This is an optimization exercise on Yosys and OpenROAD, whose aim is small area, a short achievable clock period and few clock cycles, not a production implementation.
The RTL was checked by simulation tests, not by an equivalence proof against the original design.

### design/flow/run.sh
#!/bin/bash
# synth_recipe.tcl (not shown) runs the flow's synth.tcl, then flattens the netlist and writes it again
# the make line also repeats each setting of config.mk as NAME=value (left out here)
make -C /OpenROAD-flow-scripts/flow DESIGN_CONFIG=/design/flow/config.mk WORK_HOME=/design/flow/orfs CLKGATE_MAP_FILE= SYNTH_SCRIPT=/design/flow/synth_recipe.tcl finish
### design/flow/config.mk
export PLATFORM = sky130hd
export DESIGN_NAME = pq_engine
export DESIGN_NICKNAME = pq_engine
export VERILOG_FILES = /design/flow/design.v
export SDC_FILE = /design/flow/constraint.sdc
export NUM_CORES = 8
export LEC_CHECK = 0
export CAP_MARGIN = 20
export CORE_MARGIN = 2
export CORE_UTILIZATION = 40
export SETUP_SLACK_MARGIN = 2.0
export SLEW_MARGIN = 20
### design/flow/constraint.sdc
create_clock -name core_clock -period 19.0 [get_ports {clk}]
set_input_delay 3.8000 -clock core_clock [delete_from_list [all_inputs] [get_ports {clk}]]
set_output_delay 3.8000 -clock core_clock [all_outputs]
set_load 0.01 [all_outputs]
### design/flow/design.v
module pq_engine (
    input  wire         clk,
    input  wire         rst,
    input  wire         cmd_valid,
    output wire         cmd_ready,
    input  wire [4:0]   cmd_k,
    input  wire [4:0]   cmd_x,
    input  wire [4:0]   cmd_y,
    input  wire         cmd_two,
    input  wire         in_valid,
    output wire         in_ready,
    input  wire [127:0] in_data,
    output wire         out_valid,
    input  wire         out_ready,
    output wire [127:0] out_data,
    output wire [4:0]   out_pos
);
    localparam LANES = 16;
    localparam [1:0] S_IDLE = 2'd0,
                     S_LOAD = 2'd1,
                     S_CALC = 2'd2,
                     S_OUT  = 2'd3;
    function [7:0] gf_mul2;
        input [7:0] a;
        begin
            gf_mul2 = {a[6:0], 1'b0} ^ (a[7] ? 8'h1D : 8'h00);
        end
    endfunction
    function [7:0] gf_mul;
        input [7:0] a;
        input [7:0] b;
        integer i;
        reg [7:0] p;
        reg [7:0] t;
        begin
            p = 8'h00;
            t = a;
            for (i = 0; i < 8; i = i + 1) begin
                if (b[i])
                    p = p ^ t;
                t = gf_mul2(t);
            end
            gf_mul = p;
        end
    endfunction
    function [7:0] gf_pow2;
        input [4:0] e;
        integer i;
        reg [7:0] p;
        begin
            p = 8'h01;
            for (i = 0; i < 31; i = i + 1)
                if (i < e)
                    p = gf_mul2(p);
            gf_pow2 = p;
        end
    endfunction
    function [7:0] gf_inv;
        input [7:0] a;
        integer i;
        reg [7:0] sq;
        reg [7:0] p;
        begin
            sq = gf_mul(a, a);
            p  = sq;
            for (i = 0; i < 6; i = i + 1) begin
                sq = gf_mul(sq, sq);
                p  = gf_mul(p, sq);
            end
            gf_inv = p;
        end
    endfunction
    function [127:0] slice_mul;
        input [127:0] d;
        input [7:0]   f;
        integer l;
        begin
            for (l = 0; l < LANES; l = l + 1)
                slice_mul[8*l +: 8] = gf_mul(d[8*l +: 8], f);
        end
    endfunction
    reg [1:0]   state;
    reg [4:0]   k_r, x_r, y_r;
    reg         two_r;
    reg [4:0]   pos;           
    reg [127:0] s_acc;         
    reg [127:0] sq_acc;        
    reg [127:0] p_r;           
    reg [127:0] q_r;           
    reg [127:0] res0, res1;    
    reg         out_sel;       
    function is_missing;
        input [4:0] p;
        input [4:0] x;
        input [4:0] y;
        input       two;
        begin
            is_missing = (p == x) || (two && (p == y));
        end
    endfunction
    function [5:0] next_present;
        input [5:0] p;
        input [4:0] x;
        input [4:0] y;
        input       two;
        reg [5:0] n;
        begin
            n = p + 6'd1;
            if (n < 6'd32 && is_missing(n[4:0], x, y, two)) n = n + 6'd1;
            if (n < 6'd32 && is_missing(n[4:0], x, y, two)) n = n + 6'd1;
            next_present = n;
        end
    endfunction
    wire cmd_fire = cmd_valid && cmd_ready;
    wire in_fire  = in_valid && in_ready;
    wire out_fire = out_valid && out_ready;
    assign cmd_ready = (state == S_IDLE);
    assign in_ready  = (state == S_LOAD);
    assign out_valid = (state == S_OUT);
    assign out_data  = out_sel ? res1 : res0;
    assign out_pos   = out_sel ? y_r : x_r;
    wire [5:0] first_pos = is_missing(5'd0, cmd_x, cmd_y, cmd_two) ?
                           next_present(6'd0, cmd_x, cmd_y, cmd_two) : 6'd0;
    wire [5:0] pos_next  = next_present({1'b0, pos}, x_r, y_r, two_r);
    wire [5:0] last_pos  = {1'b0, k_r} + 6'd1;
    wire       last_beat = (pos_next > last_pos);
    wire [7:0] gx       = gf_pow2(x_r);
    wire [7:0] gy       = gf_pow2(y_r);
    wire [7:0] g_inv_x  = gf_inv(gx);
    wire [7:0] inv_den  = gf_inv(gx ^ gy);
    wire x_is_data = (x_r < k_r);
    wire y_is_p    = (y_r == k_r);
    wire [127:0] a_syn = p_r ^ s_acc;      
    wire [127:0] b_syn = q_r ^ sq_acc;     
    wire [127:0] dd_x  = slice_mul(b_syn ^ slice_mul(a_syn, gy), inv_den);
    wire [127:0] dd_y  = a_syn ^ dd_x;
    wire [127:0] dp_x  = slice_mul(b_syn, g_inv_x);
    wire [127:0] dp_p  = s_acc ^ dp_x;
    wire [127:0] dq_x  = a_syn;
    wire [127:0] dq_q  = sq_acc ^ slice_mul(dq_x, gx);
    reg [127:0] calc0, calc1;
    always @(*) begin
        calc0 = 128'd0;
        calc1 = 128'd0;
        if (!x_is_data) begin
            calc0 = (x_r == k_r) ? s_acc : sq_acc;
            calc1 = sq_acc;
        end else if (!two_r) begin
            calc0 = dq_x;
        end else if (y_r < k_r) begin
            calc0 = dd_x;
            calc1 = dd_y;
        end else if (y_is_p) begin
            calc0 = dp_x;
            calc1 = dp_p;
        end else begin
            calc0 = dq_x;
            calc1 = dq_q;
        end
    end
    always @(posedge clk) begin
        if (rst) begin
            state   <= S_IDLE;
            out_sel <= 1'b0;
        end else begin
            case (state)
                S_IDLE: begin
                    if (cmd_fire) begin
                        k_r     <= cmd_k;
                        x_r     <= cmd_x;
                        y_r     <= cmd_y;
                        two_r   <= cmd_two;
                        pos     <= first_pos[4:0];
                        s_acc   <= 128'd0;
                        sq_acc  <= 128'd0;
                        p_r     <= 128'd0;
                        q_r     <= 128'd0;
                        state   <= S_LOAD;
                    end
                end
                S_LOAD: begin
                    if (in_fire) begin
                        if (pos < k_r) begin
                            s_acc  <= s_acc ^ in_data;
                            sq_acc <= sq_acc ^ slice_mul(in_data, gf_pow2(pos));
                        end else if (pos == k_r) begin
                            p_r <= in_data;
                        end else begin
                            q_r <= in_data;
                        end
                        pos <= pos_next[4:0];
                        if (last_beat)
                            state <= S_CALC;
                    end
                end
                S_CALC: begin
                    res0    <= calc0;
                    res1    <= calc1;
                    out_sel <= 1'b0;
                    state   <= S_OUT;
                end
                S_OUT: begin
                    if (out_fire) begin
                        if (two_r && !out_sel) begin
                            out_sel <= 1'b1;
                        end else begin
                            out_sel <= 1'b0;
                            state   <= S_IDLE;
                        end
                    end
                end
            endcase
        end
    end
endmodule
==> impl_metrics.toml <==
[outcome]
status = "timing/DRC/antenna clean"

[die]
core-area_um2 = 417000
die_y_um = 651
ios = 285
die_w_um = 651
row_count = 237
die_area_um2 = 424000
initial_core_util_pct = 40.2

[critical_path]
worst-setup-path-type = "reg -> reg"
r2r_cells = 62
worst_r2r_startpoint = "x_r[0]"
worst_ep_arrival_time_ns = 17.28
cp.required_ns = 19.49
rrSetupSlack_ns = 2.22
end_kind = "flip-flop"
cpPeakStageDelay_ns = 0.56
worst_setup_path_start_kind = "flip-flop"
critical_path.max_fanout = 23
worst_path_max_delay_cell = "xor3_2"
reg2reg_to = "res1[58]"

[finish]
final_area_um2 = 190000
syn2layout_area_growth_pct = 13.3
fin_util_pct = 45.5
fillers = 41800
nets = 23300
layout_common_cells = "5157 x xnor2_1, 3620 x nor2_1, 2298 x nand2_1"
final_common_cell = "xnor2_1"
final_layout_size_suffix_gt1_share_pct = 11.5

[detailed_routing]
routed_wl_mm = 822
num_vias = 176000
wl_per_cell_um = 28.6
drt_iter0_markers = 27500
dr.pass1.iters = 10
drc_errors = 0
detail-route-antenna-nets = 0
via_per_inst = 6.14

[sta]
max_freq_mhz = 59.6
period_needed_ns = 16.78
final-setup-viol-count = 0
rsz0062_at_grt = "true"
tns_ns = 0
slew_violations = 0
relSlewSlack_pct = 15.9
skew_ns = 0.0684
finalCritPeriodShare_pct = 88.3
setup_ws_ns = 2.22
finalHoldViolCount = 0
worst_pin_slew_ns = 1.26

[logic_synthesis]
synth-edff-count = 789
synth-seq-cells = 792
syn_area_per_cell_um2 = 7.20
syn_nets = 23500
synth-async-reset-ratio_pct = 0
syn_area_um2 = 168000
synth_cell_types = 117
ys.flop_type = "edfxtp_1"
ys_warn_count = 1
syn_inst = 23300
yosysSeqAreaShare_pct = 14.2

[cts]
ctsLongestPathBuffers = 3
cts_tree = "yes"
cts_root_buf = "clkbuf_16"
insertion_delay_ns = 0.81
cts.sinks = 792
cts_buffers = 101
htreeDepth = 3
clkTransAtPathRegs_ns = 0.07

[grt]
grt_max_degree = 133
grt_usage_pct = 36.5
antenna_found_initial = 66
grt_pass1_wl_mm = 1150
grt_pass1_vias = 157000
overflow = 0

[placed_design]
portBuffers = 284
gp_congestion = 1.03
dp_slack_ns = 0.0566
post_dp_cell_area_um2 = 179000
hpwl_mm = 582

[worst_hold_path]
min_to = "state[1]"
min_path_cells = 2
hold_class = "reg -> reg"
min_from = "state[1]"

[job]
cap_violations = 0
layer usage:
| layer | routed length (um) | global-route usage [%] | vias to the layer above |
|---|---|---|---|
| met1 | 314000 | 47.6 | 83700 |
| met4 | 62100 | 23.0 | 50 |
| met3 | 122000 | 12.7 | 2285 |
| li1 | - | - | 78300 |
| met5 | 959 | 0 | - |
| met2 | 323000 | 51.0 | 11900 |
stage by stage:
stage / std cells / hold slack [ns]
final: 28700 / 0.569
after global routing: 28700 / 0.614
after CTS: 28400 / 0.559
after detailed placement: 28100 / 0.550
after global placement: 28100 / 0.535
after floorplan: 23300 / 0.505
area by class of cell:
class | instances | area (um2) | share of cell area (%)
antenna | 34 | 85.1 | 0.0448
sequential | 792 | 23800 | 12.5
inverter | 178 | 699 | 0.368
timing repair buffer | 1806 | 16000 | 8.44
clock inverter | 81 | 841 | 0.443
tap | 5497 | 6880 | 3.62
multi-input combinational | 20200 | 139000 | 73.2
clock buffer | 108 | 2570 | 1.36
sequential cells by signal (all words and copies together) (netlist names), 2 cells and up:
register and count:
p_r 128, state 2, k_r 5, pos 5, res0 128, q_r 128
x_r 5, s_acc 128, res1 128, sq_acc 128, y_r 5
cell usage after synthesis (21+ instances only):
cell	count	area, um2
nor2_1	3648	13700
a21o_1	26	195
nand4_1	29	181
nand2_1	2314	8690
buf_1	333	1250
and3_1	87	544
nor3_1	376	1880
ha_1	45	563
o211ai_1	94	706
xnor2_1	5379	47100
xnor2_2	33	537
or3_1	45	282
o221ai_1	93	815
nand3_1	296	1480
o21ai_0	982	4910
buf_2	266	1330
o31ai_1	26	195
o21ai_1	105	526
a32oi_1	76	666
edfxtp_1	789	23700
a311oi_1	26	228
buf_4	73	548
or2_2	61	382
nor2b_1	151	945
a211oi_1	97	728
a31oi_1	131	820
o21a_1	49	368
xor3_1	28	666
nand2b_1	79	494
xor2_1	1252	11000
mux2_2	198	2230
inv_1	151	567
xnor3_1	269	6060
o22ai_1	795	4970
a22o_1	48	420
a222oi_1	32	320
a32o_1	21	210
a221oi_1	74	648
a21oi_1	1931	9660
and2_1	285	1780
mux2i_1	371	3710
clkbuf_1	1414	5310
a22oi_1	188	1410
nor3b_1	42	315
worst max-delay path by stage:
stage / from / end / slack [ns]
CTS: x_r[1] / res1[66] / 2.00
global route: x_r[0] / res1[22] / 1.80
finish: x_r[0] / res1[58] / 2.22
detailed placement: x_r[0] / res1[104] / 0.06
floorplan: x_r[2] / res1[6] / 1.93
global placement: x_r[0] / res0[19] / 0.009
critical path: cells and delay by family, from the launching register on:
family | cells | cell delay [ns]
compound gates | 8 | 2.04
xor+xnor | 25 | 8.11
buf+inv | 16 | 3.06
fa+ha+maj | 2 | 0.61
flops | 1 | 0.45
simple gates | 8 | 1.40
mux | 3 | 0.73
repair_timing:
item                       CTS  global route
setup endpoints to repair  256           256
pin swaps                   86           201
hold buffers                 0             0
setup buffers              139           221
resized for setup          245           380
gates cloned                 9            12
kinds of logic (layout without fill, tap and decap cells):
| kind of cell | after synthesis | count (layout) | share of synthesized area [%] |
|---|---|---|---|
| other | 0 | 34 | 0 |
| AND/OR/NAND/NOR | 7529 | 7530 | 18.8 |
| flip-flops | 792 | 792 | 14.2 |
| AO/OA/AOI/OAI | 5070 | 5070 | 18.2 |
| XOR/XNOR | 6993 | 7000 | 39.4 |
| buffers and inverters | 2277 | 2173 | 5.51 |
| multiplexers | 571 | 571 | 3.56 |
| adder cells (fa/ha/maj) | 45 | 45 | 0.336 |
Testbench counts, summed over its fixed seeds: cycles 9,425.

[separate check: timing with driven ports]
The flow's constraints put no driver on any port. The routed layout listed below was extracted and timed again, unchanged, in two steps. Step 1 assumes that a clkbuf_16 drives the clock port and a buf_2 every other input. Step 2 times the ports against the registers' clock, not the clock port: input delays grow and output delays shrink by t, the midpoint of the rising clock arrivals with the driver on. a / b / c = no drivers / after step 1 / after step 2; a / b = the first two.
shift t [ns]: 0.875
slack for setup (ns): 2.217 / 2.217 / 2.217
hold slack, ns: 0.569 / 0.569 / 0.569
After both steps setup and hold are still met in this run. For this run, drivers alone change the setup slack by 0.000 ns; drivers and shift together by 0.000 ns.
